Source: an optimization exercise on an open RTL-to-GDS flow (aim: small area, a short achievable clock period and few clock cycles per item). Production flows keep margins and buffers that such runs may drop.
No run shown here included a check of the RTL's function; only the layout flow was run.

<file path="design/flow/design.v">
module aes_sbox_ed_a (
    input  wire [7:0]  a,
    input  wire        dec,
    output wire [21:0] m
);
    wire M1, M2, M3, M4, M5, M6, M7, M8, M9, M10, M11, M12, M13, M14, M15, M16, M17, M18, M19, M20, M21, M22, M23, M24, M25, M26, M27, M28, M29, M30, M31, M32, M33, M34, M35, M36, M37, M38, M39, M40, T1, T2, T3, T4, T5, T6, T7, T8, T9, T10, T11, T12, T13, T14, T15, T16, T17, T18, T19, T20, T21, T22, T23, T24, T25, T26, T27, U0, U1, U2, U3, U4, U5, U6, U7;
    wire [7:0] ai;
    assign ai[0] = ~(a[2] ^ a[5] ^ a[7]);
    assign ai[1] = a[0] ^ a[3] ^ a[6];
    assign ai[2] = ~(a[1] ^ a[4] ^ a[7]);
    assign ai[3] = a[0] ^ a[2] ^ a[5];
    assign ai[4] = a[1] ^ a[3] ^ a[6];
    assign ai[5] = a[2] ^ a[4] ^ a[7];
    assign ai[6] = a[0] ^ a[3] ^ a[5];
    assign ai[7] = a[1] ^ a[4] ^ a[6];
    wire [7:0] u = dec ? ai : a;
    assign U0 = u[7];
    assign U1 = u[6];
    assign U2 = u[5];
    assign U3 = u[4];
    assign U4 = u[3];
    assign U5 = u[2];
    assign U6 = u[1];
    assign U7 = u[0];
    assign T1 = U0 ^ U3;
    assign T2 = U0 ^ U5;
    assign T3 = U0 ^ U6;
    assign T4 = U3 ^ U5;
    assign T5 = U4 ^ U6;
    assign T6 = T1 ^ T5;
    assign T7 = U1 ^ U2;
    assign T8 = U7 ^ T6;
    assign T9 = U7 ^ T7;
    assign T10 = T6 ^ T7;
    assign T11 = U1 ^ U5;
    assign T12 = U2 ^ U5;
    assign T13 = T3 ^ T4;
    assign T14 = T6 ^ T11;
    assign T15 = T5 ^ T11;
    assign T16 = T5 ^ T12;
    assign T17 = T9 ^ T16;
    assign T18 = U3 ^ U7;
    assign T19 = T7 ^ T18;
    assign T20 = T1 ^ T19;
    assign T21 = U6 ^ U7;
    assign T22 = T7 ^ T21;
    assign T23 = T2 ^ T22;
    assign T24 = T2 ^ T10;
    assign T25 = T20 ^ T17;
    assign T26 = T3 ^ T16;
    assign T27 = T1 ^ T12;
    assign M1 = T13 & T6;
    assign M2 = T23 & T8;
    assign M3 = T14 ^ M1;
    assign M4 = T19 & U7;
    assign M5 = M4 ^ M1;
    assign M6 = T3 & T16;
    assign M7 = T22 & T9;
    assign M8 = T26 ^ M6;
    assign M9 = T20 & T17;
    assign M10 = M9 ^ M6;
    assign M11 = T1 & T15;
    assign M12 = T4 & T27;
    assign M13 = M12 ^ M11;
    assign M14 = T2 & T10;
    assign M15 = M14 ^ M11;
    assign M16 = M3 ^ M2;
    assign M17 = M5 ^ T24;
    assign M18 = M8 ^ M7;
    assign M19 = M10 ^ M15;
    assign M20 = M16 ^ M13;
    assign M21 = M17 ^ M15;
    assign M22 = M18 ^ M13;
    assign M23 = M19 ^ T25;
    assign M24 = M22 ^ M23;
    assign M25 = M22 & M20;
    assign M26 = M21 ^ M25;
    assign M27 = M20 ^ M21;
    assign M28 = M23 ^ M25;
    assign M29 = M28 & M27;
    assign M30 = M26 & M24;
    assign M31 = M20 & M23;
    assign M32 = M27 & M31;
    assign M33 = M27 ^ M25;
    assign M34 = M21 & M22;
    assign M35 = M24 & M34;
    assign M36 = M24 ^ M25;
    assign M37 = M21 ^ M29;
    assign M38 = M32 ^ M33;
    assign M39 = M23 ^ M30;
    assign M40 = M35 ^ M36;
    assign m = {M37, M38, M39, M40, T1, T2, T3, T4, T6, T8, T9, T10, T13, T15, T16, T17, T19, T20, T22, T23, T27, U7};
endmodule
module aes_sbox_ed_b (
    input  wire [21:0] m,
    input  wire        dec,
    output wire [7:0]  y
);
    wire L0, L1, L2, L3, L4, L5, L6, L7, L8, L9, L10, L11, L12, L13, L14, L15, L16, L17, L18, L19, L20, L21, L22, L23, L24, L25, L26, L27, L28, L29, M37, M38, M39, M40, M41, M42, M43, M44, M45, M46, M47, M48, M49, M50, M51, M52, M53, M54, M55, M56, M57, M58, M59, M60, M61, M62, M63, T1, T2, T3, T4, T6, T8, T9, T10, T13, T15, T16, T17, T19, T20, T22, T23, T27, U7;
    assign {M37, M38, M39, M40, T1, T2, T3, T4, T6, T8, T9, T10, T13, T15, T16, T17, T19, T20, T22, T23, T27, U7} = m;
    assign M41 = M38 ^ M40;
    assign M42 = M37 ^ M39;
    assign M43 = M37 ^ M38;
    assign M44 = M39 ^ M40;
    assign M45 = M42 ^ M41;
    assign M46 = M44 & T6;
    assign M47 = M40 & T8;
    assign M48 = M39 & U7;
    assign M49 = M43 & T16;
    assign M50 = M38 & T9;
    assign M51 = M37 & T17;
    assign M52 = M42 & T15;
    assign M53 = M45 & T27;
    assign M54 = M41 & T10;
    assign M55 = M44 & T13;
    assign M56 = M40 & T23;
    assign M57 = M39 & T19;
    assign M58 = M43 & T3;
    assign M59 = M38 & T22;
    assign M60 = M37 & T20;
    assign M61 = M42 & T1;
    assign M62 = M45 & T4;
    assign M63 = M41 & T2;
    assign L0 = M61 ^ M62;
    assign L1 = M50 ^ M56;
    assign L2 = M46 ^ M48;
    assign L3 = M47 ^ M55;
    assign L4 = M54 ^ M58;
    assign L5 = M49 ^ M61;
    assign L6 = M62 ^ L5;
    assign L7 = M46 ^ L3;
    assign L8 = M51 ^ M59;
    assign L9 = M52 ^ M53;
    assign L10 = M53 ^ L4;
    assign L11 = M60 ^ L2;
    assign L12 = M48 ^ M51;
    assign L13 = M50 ^ L0;
    assign L14 = M52 ^ M61;
    assign L15 = M55 ^ L1;
    assign L16 = M56 ^ L0;
    assign L17 = M57 ^ L1;
    assign L18 = M58 ^ L8;
    assign L19 = M63 ^ L4;
    assign L20 = L0 ^ L1;
    assign L21 = L1 ^ L7;
    assign L22 = L3 ^ L12;
    assign L23 = L18 ^ L2;
    assign L24 = L15 ^ L9;
    assign L25 = L6 ^ L10;
    assign L26 = L7 ^ L9;
    assign L27 = L8 ^ L10;
    assign L28 = L11 ^ L14;
    assign L29 = L11 ^ L17;
    wire [7:0] yf;
    assign yf[7] = L6 ^ L24;
    assign yf[6] = ~(L16 ^ L26);
    assign yf[5] = ~(L19 ^ L28);
    assign yf[4] = L6 ^ L21;
    assign yf[3] = L20 ^ L22;
    assign yf[2] = L25 ^ L29;
    assign yf[1] = ~(L13 ^ L27);
    assign yf[0] = ~(L6 ^ L23);
    wire [7:0] yi;
    assign yi[7] = M49 ^ M51 ^ M52 ^ M54 ^ M58 ^ M59 ^ M61 ^ M62;
    assign yi[6] = M47 ^ M48 ^ M49 ^ M50 ^ M52 ^ M54 ^ M55 ^ M56 ^ M59 ^ M60 ^ M61 ^ M63;
    assign yi[5] = M47 ^ M48 ^ M49 ^ M50 ^ M52 ^ M54 ^ M56 ^ M57 ^ M58 ^ M60 ^ M61 ^ M62;
    assign yi[4] = M46 ^ M48 ^ M52 ^ M54 ^ M58 ^ M59 ^ M61 ^ M62;
    assign yi[3] = M46 ^ M48 ^ M50 ^ M51 ^ M52 ^ M53 ^ M56 ^ M57 ^ M58 ^ M59 ^ M61 ^ M63;
    assign yi[2] = M46 ^ M47 ^ M50 ^ M51 ^ M52 ^ M54 ^ M58 ^ M59 ^ M61 ^ M62;
    assign yi[1] = M49 ^ M50 ^ M52 ^ M53 ^ M58 ^ M59 ^ M61 ^ M62;
    assign yi[0] = M55 ^ M57 ^ M61 ^ M63;
    assign y = dec ? yi : yf;
endmodule
module aes_sbox_f_a (
    input  wire [7:0]  a,
    output wire [21:0] m
);
    wire M1, M2, M3, M4, M5, M6, M7, M8, M9, M10, M11, M12, M13, M14, M15, M16, M17, M18, M19, M20, M21, M22, M23, M24, M25, M26, M27, M28, M29, M30, M31, M32, M33, M34, M35, M36, M37, M38, M39, M40, T1, T2, T3, T4, T5, T6, T7, T8, T9, T10, T11, T12, T13, T14, T15, T16, T17, T18, T19, T20, T21, T22, T23, T24, T25, T26, T27, U0, U1, U2, U3, U4, U5, U6, U7;
    wire [7:0] u = a;
    assign U0 = u[7];
    assign U1 = u[6];
    assign U2 = u[5];
    assign U3 = u[4];
    assign U4 = u[3];
    assign U5 = u[2];
    assign U6 = u[1];
    assign U7 = u[0];
    assign T1 = U0 ^ U3;
    assign T2 = U0 ^ U5;
    assign T3 = U0 ^ U6;
    assign T4 = U3 ^ U5;
    assign T5 = U4 ^ U6;
    assign T6 = T1 ^ T5;
    assign T7 = U1 ^ U2;
    assign T8 = U7 ^ T6;
    assign T9 = U7 ^ T7;
    assign T10 = T6 ^ T7;
    assign T11 = U1 ^ U5;
    assign T12 = U2 ^ U5;
    assign T13 = T3 ^ T4;
    assign T14 = T6 ^ T11;
    assign T15 = T5 ^ T11;
    assign T16 = T5 ^ T12;
    assign T17 = T9 ^ T16;
    assign T18 = U3 ^ U7;
    assign T19 = T7 ^ T18;
    assign T20 = T1 ^ T19;
    assign T21 = U6 ^ U7;
    assign T22 = T7 ^ T21;
    assign T23 = T2 ^ T22;
    assign T24 = T2 ^ T10;
    assign T25 = T20 ^ T17;
    assign T26 = T3 ^ T16;
    assign T27 = T1 ^ T12;
    assign M1 = T13 & T6;
    assign M2 = T23 & T8;
    assign M3 = T14 ^ M1;
    assign M4 = T19 & U7;
    assign M5 = M4 ^ M1;
    assign M6 = T3 & T16;
    assign M7 = T22 & T9;
    assign M8 = T26 ^ M6;
    assign M9 = T20 & T17;
    assign M10 = M9 ^ M6;
    assign M11 = T1 & T15;
    assign M12 = T4 & T27;
    assign M13 = M12 ^ M11;
    assign M14 = T2 & T10;
    assign M15 = M14 ^ M11;
    assign M16 = M3 ^ M2;
    assign M17 = M5 ^ T24;
    assign M18 = M8 ^ M7;
    assign M19 = M10 ^ M15;
    assign M20 = M16 ^ M13;
    assign M21 = M17 ^ M15;
    assign M22 = M18 ^ M13;
    assign M23 = M19 ^ T25;
    assign M24 = M22 ^ M23;
    assign M25 = M22 & M20;
    assign M26 = M21 ^ M25;
    assign M27 = M20 ^ M21;
    assign M28 = M23 ^ M25;
    assign M29 = M28 & M27;
    assign M30 = M26 & M24;
    assign M31 = M20 & M23;
    assign M32 = M27 & M31;
    assign M33 = M27 ^ M25;
    assign M34 = M21 & M22;
    assign M35 = M24 & M34;
    assign M36 = M24 ^ M25;
    assign M37 = M21 ^ M29;
    assign M38 = M32 ^ M33;
    assign M39 = M23 ^ M30;
    assign M40 = M35 ^ M36;
    assign m = {M37, M38, M39, M40, T1, T2, T3, T4, T6, T8, T9, T10, T13, T15, T16, T17, T19, T20, T22, T23, T27, U7};
endmodule
module aes_sbox_f_b (
    input  wire [21:0] m,
    output wire [7:0]  y
);
    wire L0, L1, L2, L3, L4, L5, L6, L7, L8, L9, L10, L11, L12, L13, L14, L15, L16, L17, L18, L19, L20, L21, L22, L23, L24, L25, L26, L27, L28, L29, M37, M38, M39, M40, M41, M42, M43, M44, M45, M46, M47, M48, M49, M50, M51, M52, M53, M54, M55, M56, M57, M58, M59, M60, M61, M62, M63, T1, T2, T3, T4, T6, T8, T9, T10, T13, T15, T16, T17, T19, T20, T22, T23, T27, U7;
    assign {M37, M38, M39, M40, T1, T2, T3, T4, T6, T8, T9, T10, T13, T15, T16, T17, T19, T20, T22, T23, T27, U7} = m;
    assign M41 = M38 ^ M40;
    assign M42 = M37 ^ M39;
    assign M43 = M37 ^ M38;
    assign M44 = M39 ^ M40;
    assign M45 = M42 ^ M41;
    assign M46 = M44 & T6;
    assign M47 = M40 & T8;
    assign M48 = M39 & U7;
    assign M49 = M43 & T16;
    assign M50 = M38 & T9;
    assign M51 = M37 & T17;
    assign M52 = M42 & T15;
    assign M53 = M45 & T27;
    assign M54 = M41 & T10;
    assign M55 = M44 & T13;
    assign M56 = M40 & T23;
    assign M57 = M39 & T19;
    assign M58 = M43 & T3;
    assign M59 = M38 & T22;
    assign M60 = M37 & T20;
    assign M61 = M42 & T1;
    assign M62 = M45 & T4;
    assign M63 = M41 & T2;
    assign L0 = M61 ^ M62;
    assign L1 = M50 ^ M56;
    assign L2 = M46 ^ M48;
    assign L3 = M47 ^ M55;
    assign L4 = M54 ^ M58;
    assign L5 = M49 ^ M61;
    assign L6 = M62 ^ L5;
    assign L7 = M46 ^ L3;
    assign L8 = M51 ^ M59;
    assign L9 = M52 ^ M53;
    assign L10 = M53 ^ L4;
    assign L11 = M60 ^ L2;
    assign L12 = M48 ^ M51;
    assign L13 = M50 ^ L0;
    assign L14 = M52 ^ M61;
    assign L15 = M55 ^ L1;
    assign L16 = M56 ^ L0;
    assign L17 = M57 ^ L1;
    assign L18 = M58 ^ L8;
    assign L19 = M63 ^ L4;
    assign L20 = L0 ^ L1;
    assign L21 = L1 ^ L7;
    assign L22 = L3 ^ L12;
    assign L23 = L18 ^ L2;
    assign L24 = L15 ^ L9;
    assign L25 = L6 ^ L10;
    assign L26 = L7 ^ L9;
    assign L27 = L8 ^ L10;
    assign L28 = L11 ^ L14;
    assign L29 = L11 ^ L17;
    wire [7:0] yf;
    assign yf[7] = L6 ^ L24;
    assign yf[6] = ~(L16 ^ L26);
    assign yf[5] = ~(L19 ^ L28);
    assign yf[4] = L6 ^ L21;
    assign yf[3] = L20 ^ L22;
    assign yf[2] = L25 ^ L29;
    assign yf[1] = ~(L13 ^ L27);
    assign yf[0] = ~(L6 ^ L23);
    assign y = yf;
endmodule
module aes_core (
    input  wire         clk,
    input  wire         rst,          
    input  wire         key_load,     
    input  wire         key_len256,   
    input  wire [255:0] key_in,
    input  wire         start,        
    input  wire         decrypt,      
    input  wire [127:0] din,
    output wire         ready,
    output reg          done,         
    output wire [127:0] dout
);
    localparam integer SW = 22;       
    localparam integer KW = 22;       
    function automatic [7:0] xtime(input [7:0] b);
        xtime = {b[6:0], 1'b0} ^ (b[7] ? 8'h1b : 8'h00);
    endfunction
    function automatic [31:0] mix_col(input [31:0] c);
        reg [7:0] a0, a1, a2, a3, t;
        begin
            a0 = c[31:24]; a1 = c[23:16]; a2 = c[15:8]; a3 = c[7:0];
            t = a0 ^ a1 ^ a2 ^ a3;
            mix_col[31:24] = a0 ^ t ^ xtime(a0 ^ a1);
            mix_col[23:16] = a1 ^ t ^ xtime(a1 ^ a2);
            mix_col[15:8]  = a2 ^ t ^ xtime(a2 ^ a3);
            mix_col[7:0]   = a3 ^ t ^ xtime(a3 ^ a0);
        end
    endfunction
    function automatic [31:0] pre_inv(input [31:0] c);
        reg [7:0] a0, a1, a2, a3, u, v;
        begin
            a0 = c[31:24]; a1 = c[23:16]; a2 = c[15:8]; a3 = c[7:0];
            u = xtime(xtime(a0 ^ a2));
            v = xtime(xtime(a1 ^ a3));
            pre_inv = {a0 ^ u, a1 ^ v, a2 ^ u, a3 ^ v};
        end
    endfunction
    function automatic [7:0] rcon_of(input [3:0] i);
        case (i)
            4'd1:    rcon_of = 8'h01;
            4'd2:    rcon_of = 8'h02;
            4'd3:    rcon_of = 8'h04;
            4'd4:    rcon_of = 8'h08;
            4'd5:    rcon_of = 8'h10;
            4'd6:    rcon_of = 8'h20;
            4'd7:    rcon_of = 8'h40;
            4'd8:    rcon_of = 8'h80;
            4'd9:    rcon_of = 8'h1b;
            4'd10:   rcon_of = 8'h36;
            default: rcon_of = 8'h00;
        endcase
    endfunction
    reg  [255:0] k0;           
    reg  [255:0] klast;        
    reg          kl_valid;     
    reg          cur_k256;     
    reg          sreg;
    reg          dreg;
    reg  [127:0] din_r;
    reg          v0, d0, k2560, x0, c0;
    reg  [3:0]   r0;
    reg  [127:0] s0;
    reg  [255:0] w0;
    reg          v1, d1, k2561, x1, c1, l1;
    reg  [3:0]   r1;
    reg  [16*SW-1:0] m1;
    reg  [255:0] w1;
    reg  [KW*4-1:0]  km1;
    reg  [127:0] dout_r;
    assign dout = dout_r;
    wire [127:0] sh;           
    wire [16*SW-1:0] m_a;
    genvar gi;
    generate
        for (gi = 0; gi < 16; gi = gi + 1) begin : g_a
            localparam integer R  = gi % 4;
            localparam integer C  = gi / 4;
            localparam integer FW = 4 * ((C + R) % 4) + R;       
            localparam integer BW = 4 * ((C + 4 - R) % 4) + R;   
            assign sh[127 - 8*gi -: 8] = d0 ? s0[127 - 8*BW -: 8] : s0[127 - 8*FW -: 8];
            aes_sbox_ed_a u_sa (
                .a   (sh[127 - 8*gi -: 8]),
                .dec (d0),
                .m   (m_a[SW*gi +: SW])
            );
        end
    endgenerate
    wire [31:0] ks_in = k2560 ? w0[31:0]
                      : (d0 && !x0) ? (w0[159:128] ^ w0[191:160]) : w0[159:128];
    wire [KW*4-1:0] km_a;
    generate
        for (gi = 0; gi < 4; gi = gi + 1) begin : g_ka
            aes_sbox_f_a u_ka (
                .a (ks_in[31 - 8*gi -: 8]),
                .m (km_a[KW*gi +: KW])
            );
        end
    endgenerate
    wire [3:0] r_next = r0 + 4'd1;
    wire       l_next = (r_next == (k2560 ? 4'd14 : 4'd10));
    wire        kdec = d1 && !x1;    
    wire [31:0] ksub;
    generate
        for (gi = 0; gi < 4; gi = gi + 1) begin : g_kb
            aes_sbox_f_b u_kb (
                .m (km1[KW*gi +: KW]),
                .y (ksub[31 - 8*gi -: 8])
            );
        end
    endgenerate
    wire       krot = !k2561 || r1[0];
    reg  [3:0] rci;
    always @(*) begin
        case ({k2561, kdec})
            2'b00:   rci = r1;                        
            2'b10:   rci = (r1 + 4'd1) >> 1;          
            2'b01:   rci = 4'd11 - r1;                
            default: rci = (4'd15 - r1) >> 1;         
        endcase
    end
    wire [31:0] kg = krot ? ({ksub[23:0], ksub[31:24]} ^ {rcon_of(rci), 24'h0}) : ksub;
    wire [31:0] ka0 = w1[255:224], ka1 = w1[223:192], ka2 = w1[191:160], ka3 = w1[159:128];
    wire [127:0] kn = kdec ? {ka0 ^ kg, ka1 ^ ka0, ka2 ^ ka1, ka3 ^ ka2}
                           : {ka0 ^ kg, ka0 ^ ka1 ^ kg, ka0 ^ ka1 ^ ka2 ^ kg, ka0 ^ ka1 ^ ka2 ^ ka3 ^ kg};
    wire [255:0] wn = {k2561 ? w1[127:0] : kn, kn};
    wire [127:0] rk = wn[255:128];              
    wire [127:0] sb;
    generate
        for (gi = 0; gi < 16; gi = gi + 1) begin : g_b
            aes_sbox_ed_b u_sb (
                .m   (m1[SW*gi +: SW]),
                .dec (d1),
                .y   (sb[127 - 8*gi -: 8])
            );
        end
    endgenerate
    wire [127:0] t  = d1 ? (sb ^ rk) : sb;
    wire [127:0] tp, tm;
    generate
        for (gi = 0; gi < 4; gi = gi + 1) begin : g_mix
            assign tp[127 - 32*gi -: 32] = pre_inv(t[127 - 32*gi -: 32]);
        end
    endgenerate
    wire [127:0] u  = (d1 && !l1) ? tp : t;
    generate
        for (gi = 0; gi < 4; gi = gi + 1) begin : g_mix2
            assign tm[127 - 32*gi -: 32] = mix_col(u[127 - 32*gi -: 32]);
        end
    endgenerate
    wire [127:0] vv = l1 ? u : tm;
    wire [127:0] y  = d1 ? vv : (vv ^ rk);
    wire fin      = v1 && l1;                    
    wire res      = fin && !x1;                  
    wire expdone  = fin && x1;                   
    wire pend     = (v0 && x0) || (v1 && x1);    
    wire park     = sreg && dreg && !kl_valid;   
    wire slotfree = !v0 || (l_next && !x0);
    wire order    = v1 && !l1 && (k2561 != cur_k256);
    assign ready  = slotfree && !pend && !park && !order;
    wire acc_k    = key_load && ready && !rst;
    wire acc_s    = start && ready && !rst;
    wire clr_cap  = acc_k || park;
    wire capture  = res && !d1 && c1 && !clr_cap;
    wire [255:0] kl_new = {rk, w1[255:128]};
    wire [255:0] wnew = (dreg && kl_valid) ? klast : k0;
    always @(posedge clk) begin
        sreg  <= acc_s;
        dreg  <= decrypt;
        din_r <= din;
        if (acc_k) begin
            k0       <= key_in;
            cur_k256 <= key_len256;
        end
        v1    <= v0 && !rst;
        d1    <= d0;
        k2561 <= k2560;
        x1    <= x0;
        c1    <= c0 && !clr_cap;
        r1    <= r_next;
        l1    <= l_next;
        m1    <= m_a;
        km1   <= km_a;
        w1    <= w0;
        dout_r <= y;
        done   <= res && !rst;
        if (sreg) begin
            v0    <= !rst;
            d0    <= dreg;
            k2560 <= cur_k256;
            x0    <= park;
            c0    <= !dreg && !kl_valid && !acc_k;
            r0    <= 4'd0;
            s0    <= din_r ^ wnew[255:128];
            w0    <= wnew;
        end else if (expdone) begin
            v0    <= !rst;
            d0    <= 1'b1;
            k2560 <= k2561;
            x0    <= 1'b0;
            c0    <= 1'b0;
            r0    <= 4'd0;
            s0    <= klast[127:0] ^ rk;
            w0    <= kl_new;
        end else begin
            v0    <= v1 && !l1 && !rst;
            d0    <= d1;
            k2560 <= k2561;
            x0    <= x1;
            c0    <= c1 && !clr_cap;
            r0    <= r1;
            s0    <= y;
            w0    <= wn;
        end
        if (park) begin
            klast[127:0] <= din_r;
        end else if (capture || expdone) begin
            klast <= kl_new;
        end
        if (rst || acc_k || park)
            kl_valid <= 1'b0;
        else if (capture || expdone)
            kl_valid <= 1'b1;
    end
endmodule
</file>
<file path="design/flow/run.sh">
#!/bin/bash
# synth_recipe.tcl (not shown) runs the flow's synth.tcl, then flattens the netlist and writes it again
# the make line also repeats each setting of config.mk as NAME=value (left out here)
make -C /OpenROAD-flow-scripts/flow DESIGN_CONFIG=/design/flow/config.mk WORK_HOME=/design/flow/orfs CLKGATE_MAP_FILE= SYNTH_SCRIPT=/design/flow/synth_recipe.tcl finish
</file>
<file path="design/flow/config.mk">
export PLATFORM = sky130hd
export DESIGN_NAME = aes_core
export DESIGN_NICKNAME = aes_core
export VERILOG_FILES = /design/flow/design.v
export SDC_FILE = /design/flow/constraint.sdc
export NUM_CORES = 8
export LEC_CHECK = 0
export CAP_MARGIN = 20
export CORE_MARGIN = 2
export CORE_UTILIZATION = 30
export SLEW_MARGIN = 20
</file>
<file path="design/flow/constraint.sdc">
create_clock -name core_clock -period 12.0 [get_ports {clk}]
set_input_delay 2.4000 -clock core_clock [delete_from_list [all_inputs] [get_ports {clk}]]
set_output_delay 2.4000 -clock core_clock [all_outputs]
set_load 0.01 [all_outputs]
</file>
==> results of run 1 <==
[cells by family (layout without fill, tap and decap cells)]
kind of cell	Yosys count	after routing	synth area share [%]
AO/OA/AOI/OAI	2109	2109	11.6
XOR/XNOR	3722	3722	30.1
adder cells (fa/ha/maj)	47	47	0.503
buffers and inverters	1067	1436	3.54
flip-flops	1872	1872	36.4
multiplexers	699	699	6.28
other	0	92	0
AND/OR/NAND/NOR	3072	3072	11.5
[area by class of cell]
| type | instances | area share [%] |
|---|---|---|
| antenna | 92 | 0.171 |
| clock buffer | 271 | 4.29 |
| clock inverter | 106 | 0.917 |
| inverter | 380 | 1.07 |
| multi-input combinational | 9649 | 52.3 |
| sequential | 1872 | 31.6 |
| tap | 5197 | 4.83 |
| timing repair buffer | 679 | 4.82 |
[layer usage]
metal | part of all wire, % | wire (um) | track usage (%)
met1 | 40 | 206000 | 32.1
met2 | 41 | 214000 | 36.4
met3 | 9.9 | 51500 | 5.70
met4 | 9.6 | 49800 | 20.4
met5 | 0.023 | 118 | 0
[state kept, by name, summed over array words and instances (netlist names), 4 cells and up]
| name | count |
|---|---|
| din_r | 128 |
| km1 | 88 |
| klast | 256 |
| m1 | 352 |
| w0 | 256 |
| r1 | 4 |
| r0 | 4 |
| dout_r | 128 |
| s0 | 128 |
| w1 | 256 |
| k0 | 256 |
[metrics by stage]
stage	utilization [%]	area (um2)	worst slack, ns	hold slack, ns
after floorplan	-	117000	0.876	0.310
final	34.7	135000	4.11	0.279
after CTS	34.6	134000	4.50	0.275
after detailed placement	32.8	127000	4.53	0.312
after global placement	32.8	127000	4.58	0.310
after global routing	34.7	135000	4.08	0.287
[how the worst min path moves through the flow]
| stage | start | end |
|---|---|---|
| finish | w0[33]$_DFF_P_ | w1[33]$_DFF_P_ |
| CTS | w0[114]$_DFF_P_ | w1[114]$_DFF_P_ |
| detailed placement | w0[251]$_DFF_P_ | w1[251]$_DFF_P_ |
| global route | w0[114]$_DFF_P_ | w1[114]$_DFF_P_ |
| floorplan | w0[100]$_DFF_P_ | w1[100]$_DFF_P_ |
| global placement | w0[50]$_DFF_P_ | w1[50]$_DFF_P_ |
[critical path, delay by kind of cell, from the launching register on]
| kind | cells | cell delay [ns] |
|---|---|---|
| simple gates | 5 | 2.02 |
| flops | 1 | 0.71 |
| compound gates | 4 | 1.38 |
| mux | 2 | 0.77 |
| xor+xnor | 4 | 1.61 |
| buf+inv | 2 | 1.18 |
[cell usage in the layout (no fill, tap or decap), drive strengths merged, types with 160 or more instances in the layout]
master | netlist | final
a21oi | 630 | 630
nand2 | 1385 | 1385
xor2 | 1154 | 1154
dfxtp | 1359 | 1359
a31oi | 166 | 166
xnor2 | 2424 | 2424
clkdlybuf4s50 | 0 | 519
o21ai | 470 | 470
mux2 | 172 | 172
buf | 193 | 160
mux2i | 525 | 525
edfxtp | 513 | 513
clkbuf | 494 | 271
nor2 | 906 | 906
inv | 375 | 385
==> key figures, run 1 <==
Floorplan
  – Core area: 0.389 mm2
  – Site Rows: about 230
  – DIE HEIGHT: between 600 and 700 um
  – Starting Density: between 30% and 40%
  – I/O pins: 520
  – Die area: 0.395 mm2
  – Chip width: 628 um

Synth
  – YS warnings: 1
  – Synthesized Nets: 13,000
  – Most common cell in the netlist: xnor2_1
  – Yosys top cell by area: dfxtp_1
  – Post-synthesis async set-or-reset flop share: 0%
  – Post-synth top area share: 23.3%
  – Number of synthesized flops with an enable pin: 513
  – Top FF cell, synth: dfxtp_1
  – Syn Area/Cell: 9.29 um2
  – Synth Register Bits: 1,872
  – Cells after Synth: ~13,000
  – Unique masters post-synth: 125
  – Most frequent cells after synthesis: xnor2_1 (2,380), nand2_1 (1,384), dfxtp_1 (1,359), xor2_1 (1,135), nor2_1 (898)
  – Ranking of synthesized cells by area: dfxtp_1 (23%), xnor2_1 (18%), edfxtp_1 (13%)
  – Register area share after synthesis: 36.4%
  – Post-Syn Area: 0.117 mm2

STA
  – Setup Total Neg Slack: 0 ns
  – Maximum clock frequency: 127 MHz
  – Slew HR: 4.93%
  – Final Cycle Share: 65.8%
  – Final Hold Viols: 0
  – Fin Clk Skew: 0.112 ns
  – RSZ-0062 raised after global routing: false
  – Post-layout min period: 7.89 ns
  – Setup violations, final: 0
  – Slew Limit Fails: 0
  – Slew @ Worst Pin: 1.42 ns

Clock network
  – Worst-Skew Late Latency: 0.97 ns
  – TritonCTS Buffers: 209
  – CTS clk-pin slew, worst paths: 0.07 ns
  – Hold_buf cts: 0
  – Total clock sinks: between 1,500 and 2,000
  – H-tree depth: 4
  – Post-CTS repair timing setup buffer count: 0
  – CTS resizes: 0
  – Longest Clk Path Bufs: 4
  – Root Buffer: clkbuf_16
  – CTS tree: yes

Cells and area
  – Total Nets Final: between 10,000 and 15,000
  – Layout cells sized above 1: roughly 7%
  – Non-filler cells, final: approximately 18,000
  – Multi-input logic area: 0.0704 mm2
  – FF+latch area: between 0.04 and 0.05 mm2
  – FILL cells: 40,000
  – Syn-to-layout area delta: 15.2%

Placed design
  – Placed cell count: approximately 18,000
  – Gp weighted congestion: 1.04
  – Post-DP HPWL: 415,000 um
  – I/O Buffers: 519

Drt
  – DR WL/cell: 28.5 um
  – Router iterations before antenna repair: 8
  – DR DRC count: 0
  – Antenna viol nets, final: 0
  – Total wire length: 521,000 um
  – Vias per cell: 5.22
  – Via count: 95,200
  – DR iter-0 viols: 12,300

Setup path
  – Crit Path Class: reg2reg
  – Flop-to-flop setup slack: 4.11 ns
  – Worst R2R Path Depth: 17
  – Startpoint type of the worst setup path: flop
  – Worst EP arrival: 8.69 ns
  – RR Startpoint: x1$_DFF_P_
  – R2r endpoint: s0[34]$_DFF_P_
  – Critical Path RT: between 10 and 15 ns
  – Crit path largest cell delay: roughly 0.81 ns
  – Worst Setup End Kind: flop
  – CP startpoint: x1$_DFF_P_
  – Worst setup endpoint: s0[34]$_DFF_P_
  – Max stage delay cell, worst path: a31oi_1
  – Crit-path max FO: 54
  – Crit-path cells: nand2b_4 > buf_4 > buf_4 > nor2_1 > o2bb2ai_1 > or3_1 > a31oi_1 > mux4_2 > and2_1 > xnor2_1 > nand2_1 > xor2_1 > xnor3_1 > mux2i_1 > xnor2_1 > a21oi_1 > a21oi_1

Global routing
  – First-pass GRT wire length: 704,000 um
  – Total track usage: 25.2%
  – Total grt overflow: 0
  – Vias in the first global route: 87,800
  – Antenna violations before repair: 58
  – Largest net degree at the start of global routing: 157

Status
  – Status: timing/DRC/antenna clean

Run
  – Max_cap viols: 0

Worst hold path
  – Worst hold path type: reg2reg
  – Worst hold path stage count: 0
==> run 2: changes to the inputs <==
--- a/design/flow/config.mk
+++ b/design/flow/config.mk
@@ -10,2 +10,3 @@
 export CORE_UTILIZATION = 30
+export SETUP_SLACK_MARGIN = 5
 export SLEW_MARGIN = 20
==> key figures, run 2 <==
Setup path
  – Max stage delay cell, worst path: xor2_1
  – Startpoint type of the worst setup path: flop
  – Crit path top cell by count: xnor2_1
  – Crit-path max FO: 16
  – Critical Path RT: 12.74 ns
  – Crit-path cells: xnor2_4 > mux2_1 > a22o_1 > xnor2_2 > xnor3_2 > mux2i_4 > xor2_1 > a22oi_1 > nor3b_2 > inv_1 > xnor2_1 > a21oi_2 > xnor2_1 > xnor2_1 > nor2_1 > xnor2_2 > xnor3_1 > nor2_1 > mux2i_1 > a21oi_1
  – Worst EP arrival: ~7.8 ns
  – Worst Setup End Kind: flop
  – Crit Path Class: reg2reg
  – Crit path largest cell delay: 0.62 ns

Cells and area
  – Multi-input logic area: 0.0710 mm2
  – Total Nets Final: between 10,000 and 15,000
  – FILL cells: 39,700
  – Syn-to-layout area delta: 15.9%
  – Most frequent cells in the layout: xnor2_1 (2,349), nand2_1 (1,376), dfxtp_1 (1,340)
  – Largest register FFs: 352
  – FF+latch area: between 0.04 and 0.05 mm2
  – Layout cells sized above 1: 8.04%
  – Non-filler cells, final: 18,300
  – Largest reg by FF count: m1
  – Commonest non-fill, non-tap cell in the layout: xnor2_1

Synth
  – Cells after Synth: 12,600
  – Most common cell in the netlist: xnor2_1
  – Ranking of synthesized cells by area: dfxtp_1 (23%), xnor2_1 (18%), edfxtp_1 (13%)
  – Post-synthesis async set-or-reset flop share: 0%
  – YS warnings: 1
  – Post-Syn Area: 0.117 mm2
  – Synth Register Bits: between 1,500 and 2,000
  – Top FF cell, synth: dfxtp_1
  – Yosys top cell by area: dfxtp_1
  – Number of synthesized flops with an enable pin: 513
  – Syn Area/Cell: 9.29 um2
  – Register area share after synthesis: 36.4%
  – Unique masters post-synth: around 130
  – Synthesized Nets: 13,000
  – Most frequent cells after synthesis: xnor2_1 (2,380), nand2_1 (1,384), dfxtp_1 (1,359), xor2_1 (1,135), nor2_1 (898)
  – Post-synth top area share: a little under a quarter

Floorplan
  – Starting Density: between 30% and 40%
  – I/O pins: 520
  – Die area: 0.395 mm2
  – Chip width: 628 um
  – DIE HEIGHT: 628 um
  – Site Rows: 229
  – Core area: 0.389 mm2

Drt
  – Via count: 95,100
  – DR iter-0 viols: 11,900
  – DR DRC count: 0
  – Vias per cell: approximately 5.2
  – Antenna viol nets, final: 0
  – DR WL/cell: 28.5 um
  – Router iterations before antenna repair: 9
  – Total wire length: 520,000 um

STA
  – Setup Total Neg Slack: 0 ns
  – Maximum clock frequency: 141 MHz
  – Post-layout min period: between 7 and 8 ns
  – Slew HR: 7.56%
  – Final Cycle Share: between 50% and 60%
  – Setup violations, final: 0
  – Slew @ Worst Pin: ~1.4 ns
  – Slew Limit Fails: 0
  – Fin Clk Skew: 0.104 ns
  – Final Hold Viols: 0
  – RSZ-0062 raised after global routing: true

Global routing
  – Largest net degree at the start of global routing: 130
  – Antenna violations before repair: 58
  – Total track usage: 25.2%
  – Vias in the first global route: ~87,000
  – First-pass GRT wire length: about 700,000 um
  – Total grt overflow: 0

Placed design
  – Placed cell count: 17,800
  – Post-DP HPWL: just over 400,000 um
  – Gp weighted congestion: 1.04
  – I/O Buffers: 519

Clock network
  – Root Buffer: clkbuf_16
  – CTS tree: yes
  – H-tree depth: 4
  – Hold_buf cts: 0
  – Longest Clk Path Bufs: 4
  – Worst-Skew Late Latency: 0.96 ns
  – Total clock sinks: 1,872
  – CTS clk-pin slew, worst paths: about 0.07 ns
  – TritonCTS Buffers: 205

Worst hold path
  – Worst hold path type: reg2reg

Status
  – Status: timing/DRC/antenna clean

Run
  – Max_cap viols: 0
==> run 2: final timing paths <==
| kind | startpoint | to | slack (ns) | depth (start not counted) |
|---|---|---|---|---|
| max | km1[43]$_DFF_P_ | s0[44]$_DFF_P_ | 4.91 | 20 |
| min | w0[192]$_DFF_P_ | w1[192]$_DFF_P_ | 0.30 | 0 |
| max reg2reg | km1[43]$_DFF_P_ | s0[44]$_DFF_P_ | 4.91 | 20 |
| min reg2reg | w0[192]$_DFF_P_ | w1[192]$_DFF_P_ | 0.30 | 0 |
==> run 2: routing by layer <==
metal  track usage (%)  routed length (um)
met5                 0                 129
met1              32.1              205000
met4              19.2               47300
met3              6.34               54300
met2              36.5              213000
==> run 2: per-stage QoR <==
stage | hold slack [ns] | util (%) | area [um2] | setup WS, ns
global placement | 0.310 | 32.9 | 128000 | 4.48
CTS | 0.283 | 34.7 | 135000 | 4.98
finish | 0.300 | 34.9 | 136000 | 4.91
floorplan | 0.310 | - | 117000 | 4.20
global route | 0.292 | 34.9 | 135000 | 4.83
detailed placement | 0.312 | 32.9 | 128000 | 4.55
==> run 2: layout make-up <==
cell class	count	area share, %
antenna	71	0.131
clock buffer	254	4.16
clock inverter	123	0.921
inverter	380	1.06
multi-input combinational	9650	52.4
sequential	1872	31.5
tap	5197	4.80
timing repair buffer	727	5.09
==> run 2: critical path, delay by kind of cell (launching register included) <==
| kind | cells | cell delay, ns |
|---|---|---|
| buffers and inverters | 1 | 0.16 |
| multiplexers | 3 | 0.86 |
| AND/OR/NAND/NOR | 3 | 0.74 |
| XOR/XNOR | 9 | 3.35 |
| AO/OA/AOI/OAI | 4 | 1.19 |
| flip-flops | 1 | 0.60 |
==> run 2: timing repair <==
action | in CTS | in global routing
cloned | 0 | 1
endpoints found under the setup margin | 60 | 144
resized for setup | 21 | 56
pin swaps | 0 | 6
buffers inserted | 0 | 17
==> run 2: cell families (layout without fill, tap and decap cells) <==
logic type	count (synthesis)	after routing	synth area share, %
xor gates and xnor gates	3722	3722	30.1
adders and majority gates	47	47	0.503
AOI/OAI and AO/OA	2109	2109	11.6
buffers and inverters	1067	1484	3.54
and+or+nand+nor	3072	3073	11.5
muxes	699	699	6.28
other	0	71	0
DFF	1872	1872	36.4
==> run 3: changes to the inputs <==
--- a/design/flow/design.v
+++ b/design/flow/design.v
@@ -3,5 +3,5 @@
     input  wire        dec,
-    output wire [21:0] m
+    output wire [17:0] m
 );
-    wire M1, M2, M3, M4, M5, M6, M7, M8, M9, M10, M11, M12, M13, M14, M15, M16, M17, M18, M19, M20, M21, M22, M23, M24, M25, M26, M27, M28, M29, M30, M31, M32, M33, M34, M35, M36, M37, M38, M39, M40, T1, T2, T3, T4, T5, T6, T7, T8, T9, T10, T11, T12, T13, T14, T15, T16, T17, T18, T19, T20, T21, T22, T23, T24, T25, T26, T27, U0, U1, U2, U3, U4, U5, U6, U7;
+    wire M1, M2, M3, M4, M5, M6, M7, M8, M9, M10, M11, M12, M13, M14, M15, M16, M17, M18, M19, M20, M21, M22, M23, M24, M25, M26, M27, M28, M29, M30, M31, M32, M33, M34, M35, M36, M37, M38, M39, M40, M41, M42, M43, M44, M45, M46, M47, M48, M49, M50, M51, M52, M53, M54, M55, M56, M57, M58, M59, M60, M61, M62, M63, T1, T2, T3, T4, T5, T6, T7, T8, T9, T10, T11, T12, T13, T14, T15, T16, T17, T18, T19, T20, T21, T22, T23, T24, T25, T26, T27, U0, U1, U2, U3, U4, U5, U6, U7;
     wire [7:0] ai;
@@ -91,11 +91,2 @@
     assign M40 = M35 ^ M36;
-    assign m = {M37, M38, M39, M40, T1, T2, T3, T4, T6, T8, T9, T10, T13, T15, T16, T17, T19, T20, T22, T23, T27, U7};
-endmodule
-module aes_sbox_ed_b (
-    input  wire [21:0] m,
-    input  wire        dec,
-    output wire [7:0]  y
-);
-    wire L0, L1, L2, L3, L4, L5, L6, L7, L8, L9, L10, L11, L12, L13, L14, L15, L16, L17, L18, L19, L20, L21, L22, L23, L24, L25, L26, L27, L28, L29, M37, M38, M39, M40, M41, M42, M43, M44, M45, M46, M47, M48, M49, M50, M51, M52, M53, M54, M55, M56, M57, M58, M59, M60, M61, M62, M63, T1, T2, T3, T4, T6, T8, T9, T10, T13, T15, T16, T17, T19, T20, T22, T23, T27, U7;
-    assign {M37, M38, M39, M40, T1, T2, T3, T4, T6, T8, T9, T10, T13, T15, T16, T17, T19, T20, T22, T23, T27, U7} = m;
     assign M41 = M38 ^ M40;
@@ -123,2 +114,11 @@
     assign M63 = M41 & T2;
+    assign m = {M46, M47, M48, M49, M50, M51, M52, M53, M54, M55, M56, M57, M58, M59, M60, M61, M62, M63};
+endmodule
+module aes_sbox_ed_b (
+    input  wire [17:0] m,
+    input  wire        dec,
+    output wire [7:0]  y
+);
+    wire L0, L1, L2, L3, L4, L5, L6, L7, L8, L9, L10, L11, L12, L13, L14, L15, L16, L17, L18, L19, L20, L21, L22, L23, L24, L25, L26, L27, L28, L29, M46, M47, M48, M49, M50, M51, M52, M53, M54, M55, M56, M57, M58, M59, M60, M61, M62, M63;
+    assign {M46, M47, M48, M49, M50, M51, M52, M53, M54, M55, M56, M57, M58, M59, M60, M61, M62, M63} = m;
     assign L0 = M61 ^ M62;
@@ -175,5 +175,5 @@
     input  wire [7:0]  a,
-    output wire [21:0] m
+    output wire [17:0] m
 );
-    wire M1, M2, M3, M4, M5, M6, M7, M8, M9, M10, M11, M12, M13, M14, M15, M16, M17, M18, M19, M20, M21, M22, M23, M24, M25, M26, M27, M28, M29, M30, M31, M32, M33, M34, M35, M36, M37, M38, M39, M40, T1, T2, T3, T4, T5, T6, T7, T8, T9, T10, T11, T12, T13, T14, T15, T16, T17, T18, T19, T20, T21, T22, T23, T24, T25, T26, T27, U0, U1, U2, U3, U4, U5, U6, U7;
+    wire M1, M2, M3, M4, M5, M6, M7, M8, M9, M10, M11, M12, M13, M14, M15, M16, M17, M18, M19, M20, M21, M22, M23, M24, M25, M26, M27, M28, M29, M30, M31, M32, M33, M34, M35, M36, M37, M38, M39, M40, M41, M42, M43, M44, M45, M46, M47, M48, M49, M50, M51, M52, M53, M54, M55, M56, M57, M58, M59, M60, M61, M62, M63, T1, T2, T3, T4, T5, T6, T7, T8, T9, T10, T11, T12, T13, T14, T15, T16, T17, T18, T19, T20, T21, T22, T23, T24, T25, T26, T27, U0, U1, U2, U3, U4, U5, U6, U7;
     wire [7:0] u = a;
@@ -254,10 +254,2 @@
     assign M40 = M35 ^ M36;
-    assign m = {M37, M38, M39, M40, T1, T2, T3, T4, T6, T8, T9, T10, T13, T15, T16, T17, T19, T20, T22, T23, T27, U7};
-endmodule
-module aes_sbox_f_b (
-    input  wire [21:0] m,
-    output wire [7:0]  y
-);
-    wire L0, L1, L2, L3, L4, L5, L6, L7, L8, L9, L10, L11, L12, L13, L14, L15, L16, L17, L18, L19, L20, L21, L22, L23, L24, L25, L26, L27, L28, L29, M37, M38, M39, M40, M41, M42, M43, M44, M45, M46, M47, M48, M49, M50, M51, M52, M53, M54, M55, M56, M57, M58, M59, M60, M61, M62, M63, T1, T2, T3, T4, T6, T8, T9, T10, T13, T15, T16, T17, T19, T20, T22, T23, T27, U7;
-    assign {M37, M38, M39, M40, T1, T2, T3, T4, T6, T8, T9, T10, T13, T15, T16, T17, T19, T20, T22, T23, T27, U7} = m;
     assign M41 = M38 ^ M40;
@@ -285,2 +277,10 @@
     assign M63 = M41 & T2;
+    assign m = {M46, M47, M48, M49, M50, M51, M52, M53, M54, M55, M56, M57, M58, M59, M60, M61, M62, M63};
+endmodule
+module aes_sbox_f_b (
+    input  wire [17:0] m,
+    output wire [7:0]  y
+);
+    wire L0, L1, L2, L3, L4, L5, L6, L7, L8, L9, L10, L11, L12, L13, L14, L15, L16, L17, L18, L19, L20, L21, L22, L23, L24, L25, L26, L27, L28, L29, M46, M47, M48, M49, M50, M51, M52, M53, M54, M55, M56, M57, M58, M59, M60, M61, M62, M63;
+    assign {M46, M47, M48, M49, M50, M51, M52, M53, M54, M55, M56, M57, M58, M59, M60, M61, M62, M63} = m;
     assign L0 = M61 ^ M62;
@@ -339,4 +339,4 @@
 );
-    localparam integer SW = 22;       
-    localparam integer KW = 22;       
+    localparam integer SW = 18;       
+    localparam integer KW = 18;       
     function automatic [7:0] xtime(input [7:0] b);
@@ -391,5 +391,7 @@
     reg          v1, d1, k2561, x1, c1, l1;
+    reg          kdec1, krot1, dnl1;
     reg  [3:0]   r1;
+    reg  [7:0]   rcon1;
     reg  [16*SW-1:0] m1;
-    reg  [255:0] w1;
+    reg  [255:0] w1;           
     reg  [KW*4-1:0]  km1;
@@ -427,3 +429,16 @@
     wire       l_next = (r_next == (k2560 ? 4'd14 : 4'd10));
-    wire        kdec = d1 && !x1;    
+    wire       kdec_a = d0 && !x0;
+    wire       krot_a = !k2560 || r_next[0];
+    reg  [3:0] rci;
+    always @(*) begin
+        case ({k2560, kdec_a})
+            2'b00:   rci = r_next;                        
+            2'b10:   rci = (r_next + 4'd1) >> 1;          
+            2'b01:   rci = 4'd11 - r_next;                
+            default: rci = (4'd15 - r_next) >> 1;         
+        endcase
+    end
+    wire [31:0] wa0 = w0[255:224], wa1 = w0[223:192], wa2 = w0[191:160], wa3 = w0[159:128];
+    wire [127:0] kp_a = kdec_a ? {wa0, wa1 ^ wa0, wa2 ^ wa1, wa3 ^ wa2}
+                               : {wa0, wa0 ^ wa1, wa0 ^ wa1 ^ wa2, wa0 ^ wa1 ^ wa2 ^ wa3};
     wire [31:0] ksub;
@@ -437,16 +452,7 @@
     endgenerate
-    wire       krot = !k2561 || r1[0];
-    reg  [3:0] rci;
-    always @(*) begin
-        case ({k2561, kdec})
-            2'b00:   rci = r1;                        
-            2'b10:   rci = (r1 + 4'd1) >> 1;          
-            2'b01:   rci = 4'd11 - r1;                
-            default: rci = (4'd15 - r1) >> 1;         
-        endcase
-    end
-    wire [31:0] kg = krot ? ({ksub[23:0], ksub[31:24]} ^ {rcon_of(rci), 24'h0}) : ksub;
-    wire [31:0] ka0 = w1[255:224], ka1 = w1[223:192], ka2 = w1[191:160], ka3 = w1[159:128];
-    wire [127:0] kn = kdec ? {ka0 ^ kg, ka1 ^ ka0, ka2 ^ ka1, ka3 ^ ka2}
-                           : {ka0 ^ kg, ka0 ^ ka1 ^ kg, ka0 ^ ka1 ^ ka2 ^ kg, ka0 ^ ka1 ^ ka2 ^ ka3 ^ kg};
+    wire [31:0] kg = krot1 ? ({ksub[23:0], ksub[31:24]} ^ {rcon1, 24'h0}) : ksub;
+    wire [31:0] kge = kdec1 ? 32'h0 : kg;
+    wire [127:0] kn = w1[255:128] ^ {kg, kge, kge, kge};
+    wire [31:0] kp0 = w1[255:224], kp1 = w1[223:192], kp2 = w1[191:160], kp3 = w1[159:128];
+    wire [127:0] ka = {kp0, kp0 ^ kp1, kp1 ^ kp2, kp2 ^ kp3};
     wire [255:0] wn = {k2561 ? w1[127:0] : kn, kn};
@@ -470,3 +476,3 @@
     endgenerate
-    wire [127:0] u  = (d1 && !l1) ? tp : t;
+    wire [127:0] u  = dnl1 ? tp : t;
     generate
@@ -490,3 +496,3 @@
     wire capture  = res && !d1 && c1 && !clr_cap;
-    wire [255:0] kl_new = {rk, w1[255:128]};
+    wire [255:0] kl_new = {rk, ka};
     wire [255:0] wnew = (dreg && kl_valid) ? klast : k0;
@@ -507,5 +513,9 @@
         l1    <= l_next;
+        kdec1 <= kdec_a;
+        krot1 <= krot_a;
+        rcon1 <= rcon_of(rci);
+        dnl1  <= d0 && !l_next;
         m1    <= m_a;
         km1   <= km_a;
-        w1    <= w0;
+        w1    <= {kp_a, w0[127:0]};
         dout_r <= y;
==> design/flow/flow/run.sh (new file) <==
#!/bin/bash
# Layout flow: the standard flow (standard synthesis, floorplan, placement,
# CTS, routing) unchanged, except that timing repair aims for a setup slack of
# SETUP_SLACK_MARGIN ns (from flow/margin) instead of 0 against the 12 ns clock,
# so that the tools size and buffer the design for a shorter period.
set -euo pipefail
MARGIN=$(cat flow/margin)
echo "setup margin $MARGIN" > run.log
bash standard.sh SETUP_SLACK_MARGIN="$MARGIN" finish > standard.log 2>&1
echo "done" >> run.log
==> design/flow/flow/margin (new file) <==
8
==> design/flow/standard.sh (new file) <==
#!/bin/bash
# synth_recipe.tcl (not shown) runs the flow's synth.tcl, then flattens the netlist and writes it again
# the make line also repeats each setting of config.mk as NAME=value (left out here)
make -C /OpenROAD-flow-scripts/flow DESIGN_CONFIG=/design/flow/config.mk WORK_HOME=/design/flow/orfs CLKGATE_MAP_FILE= SYNTH_SCRIPT=/design/flow/synth_recipe.tcl "${@:-finish}"
--- a/design/flow/config.mk
+++ b/design/flow/config.mk
@@ -10,3 +10,2 @@
 export CORE_UTILIZATION = 30
-export SETUP_SLACK_MARGIN = 5
 export SLEW_MARGIN = 20
removed: design/flow/run.sh
==> key figures, run 3 <==
Drt
  – Antenna viol nets, final: 0
  – Via count: 99,800
  – Router iterations before antenna repair: 9
  – Vias per cell: 5.47
  – DR iter-0 viols: 13,100
  – Total wire length: around 610,000 um
  – DR WL/cell: 33.2 um
  – DR DRC count: 0

Global routing
  – Total track usage: between 30% and 40%
  – Total grt overflow: 0
  – Antenna violations before repair: 63
  – Largest net degree at the start of global routing: 124
  – Vias in the first global route: 91,800
  – First-pass GRT wire length: between 700,000 and 800,000 um

Synth
  – Ranking of synthesized cells by area: dfxtp_1 (24%), xnor2_1 (18%), edfxtp_1 (14%)
  – Synthesized Nets: 11,800
  – Post-Synth XOR/XNOR Area: 32.1%
  – Top FF cell, synth: dfxtp_1
  – Post-synthesis mux area share: roughly 5.3%
  – YS warnings: 1
  – Syn Area/Cell: 9.64 um2
  – Most frequent cells after synthesis: xnor2_1 (2,254), dfxtp_1 (1,290), xor2_1 (1,009), nor2_1 (1,008), nand2_1 (942)
  – Compound-Gate Fraction of Synth Area: between 10 and 15%
  – Cells after Synth: 11,400
  – Post-Synth Adder-Cell Area: less than 1%
  – Register area share after synthesis: 37.5%
  – Synth Area in Simple Gates: 10.9%
  – Post-synthesis async set-or-reset flop share: 0%
  – Largest family of logic cells by synthesized area: XOR/XNOR gates
  – Number of synthesized flops with an enable pin: 513
  – Post-Syn Area: 0.110 mm2
  – Post-synth top area share: 23.5%
  – Unique masters post-synth: approximately 110
  – Yosys top cell by area: dfxtp_1
  – Synth Register Bits: about 1,800
  – Most common cell in the netlist: xnor2_1

Status
  – SO Viols: max-capacitance violations, max-slew violations
  – Status: failed layout checks

Setup path
  – Worst Setup End Kind: flop
  – Max stage delay cell, worst path: xnor3_2
  – R2r endpoint: s0[61]$_DFF_P_
  – Startpoint type of the worst setup path: flop
  – Crit Path Class: reg2reg
  – Critical Path RT: between 10 and 15 ns
  – RR Startpoint: km1[38]$_DFF_P_
  – Crit-path cells: buf_6 > xnor2_4 > xnor3_2 > nor2_4 > a211oi_4 > or4_4 > a211o_1 > a31o_4 > buf_12 > a211oi_4 > o21ai_4 > buf_12 > xnor2_4 > xor2_2 > xnor3_1 > and2_4 > or3_1 > a32oi_1
  – Crit path largest cell delay: 0.64 ns
  – Worst R2R Path Depth: 18
  – Flop-to-flop setup slack: 6.69 ns
  – Crit-path max FO: 4
  – Worst EP arrival: between 6 and 7 ns

STA
  – Final Hold Viols: 0
  – Setup violations, final: 0
  – Slew @ Worst Pin: 1.53 ns
  – Setup Total Neg Slack: 0 ns
  – RSZ-0062 raised after global routing: true
  – Slew HR: -2.88%
  – Maximum clock frequency: 188 MHz
  – Post-layout min period: 5.31 ns
  – Final Cycle Share: 44.2%
  – Slew Limit Fails: 3
  – Fin Clk Skew: approximately 0.09 ns

Floorplan
  – Starting Density: 30.1%
  – Chip width: 609 um
  – I/O pins: 520
  – DIE HEIGHT: 609 um
  – Die area: between 0.3 and 0.4 mm2
  – Site Rows: approximately 220
  – Core area: 0.365 mm2

Run
  – Max_cap viols: 1

Cells and area
  – Largest reg by FF count: m1
  – Syn-to-layout area delta: 46.9%
  – Most frequent cells in the layout: xnor2_1 (1,612), buf_4 (1,130), dfxtp_1 (1,099)
  – Commonest non-fill, non-tap cell in the layout: xnor2_1
  – Utilization after layout: 44.2%
  – Non-filler cells, final: roughly 18,000
  – Layout cells sized above 1: 33.0%
  – Total Nets Final: roughly 14,000
  – FILL cells: 33,600
  – Largest register FFs: 288

Clock network
  – TritonCTS Buffers: 204
  – CTS tree: yes
  – CTS clk-pin slew, worst paths: 0.06 ns
  – Worst-Skew Late Latency: 0.94 ns
  – Longest Clk Path Bufs: 4
  – H-tree depth: 4
  – Root Buffer: clkbuf_16
  – Total clock sinks: 1,803
  – Hold_buf cts: 0

Worst hold path
  – Min-Delay Endpoint: w1[47]$_DFF_P_
  – Worst hold path stage count: 0
  – Worst hold path type: reg2reg
  – Hold_sp: w0[47]$_DFF_P_

Placed design
  – Placed cell count: 16,300
  – Post-DP HPWL: 434,000 um
  – Gp weighted congestion: 1.08
  – I/O Buffers: 519
## run 3: cell types whose count changed after synthesis, moves of 110 or more
cell | previous run | this run
mux2_2 | 169 | 51
a21oi_1 | 619 | 490
o21ai_0 | 423 | 547
xor2_1 | 1135 | 1009
xnor2_1 | 2380 | 2254
inv_1 | 367 | 212
a22oi_1 | 146 | 33
nand2_1 | 1384 | 942
nor2_1 | 898 | 1008
## run 3: how the worst max path moves through the flow
stage	endpoint	slack (ns)	startpoint
finish	s0[61]$_DFF_P_	6.69	km1[38]$_DFF_P_
global route	s0[27]$_DFF_P_	6.66	km1[31]$_DFF_P_
CTS	s0[11]$_DFF_P_	6.77	km1[56]$_DFF_P_
detailed placement	s0[23]$_DFF_P_	5.16	krot1$_DFF_P_
global placement	km1[29]$_DFF_P_	4.62	d0$_DFF_P_
floorplan	klast[0]$_DFFE_PP_	3.81	key_load
## run 3: timing repair
item	4_1_cts	5_1_grt
gates cloned	21	7
endpoints found under the hold margin	0	0
resized for setup	2453	1277
endpoints found under the setup margin	1233	588
pin swaps	593	750
setup buffers	891	606
## run 3: layout make-up
cell class,count,area (um2),area share (%)
Sequential cell,1803,41700,25.8
Clock inverter,102,1290,0.800
Timing Repair Buffer,2225,22100,13.7
Tap cell,4816,6030,3.73
Antenna cell,40,100,0.0620
Clock buffer,270,5830,3.61
Multi-Input combinational cell,8766,83600,51.8
Inverter,220,891,0.552
## run 3: per-stage QoR
step	setup slack [ns]	hold slack, ns	instance area (um2)
floorplan	3.81	0.310	112000
global placement	4.62	0.310	122000
detailed placement	5.16	0.312	122000
CTS	6.77	0.252	149000
global route	6.66	0.260	161000
finish	6.69	0.257	161000
## run 3: layer usage
layer  vias to the layer above  routed length, um  GRT usage, %
met4                        40              73200          28.6
met1                     48700             212000          35.6
met3                      2146              68800          8.69
met2                      6769             250000          44.9
li1                      42200                  -             -
met5                         -                299             0
## run 3: cells by family after synthesis
kind of cell,count (synthesis)
DFF,1803
AOI/OAI and AO/OA,1878
adders and majority gates,47
buffers and inverters,826
xor gates and xnor gates,3562
and+or+nand+nor,2701
muxes,574
## run 3: critical path: cells and delay by family (launching register included)
kind,cells,cell delay [ns]
DFF,1,0.34
and+or+nand+nor,4,1.36
AOI/OAI and AO/OA,6,1.30
buffers and inverters,3,0.47
xor gates and xnor gates,5,1.72

[port drivers added, routing unchanged]
In the flow no input, the clock included, has a driving cell. The finished layouts below were timed again as built, in two steps. Step 1 assumes that a clkbuf_16 drives the clock port and a buf_2 every other input. Step 2, shift: input delay + t, output delay - t, t = (earliest + latest rising clock arrival at the registers) / 2. This alone moves slack from input paths to output paths. Three values: no drivers, after step 1, after step 2; two values: the first two.
run	t (ns)	slack for setup (ns)	clock arrival spread, ns	worst register clock-pin slew, ns	cell pins on the clock port's net
run 1	1.022	4.109 / 4.109 / 4.109	0.118 / 0.119	0.07 / 0.07	1
run 2	1.006	4.915 / 4.915 / 4.915	0.103 / 0.104	0.08 / 0.08	1
run 3	1.002	6.690 / 6.690 / 6.690	0.090 / 0.091	0.08 / 0.08	1
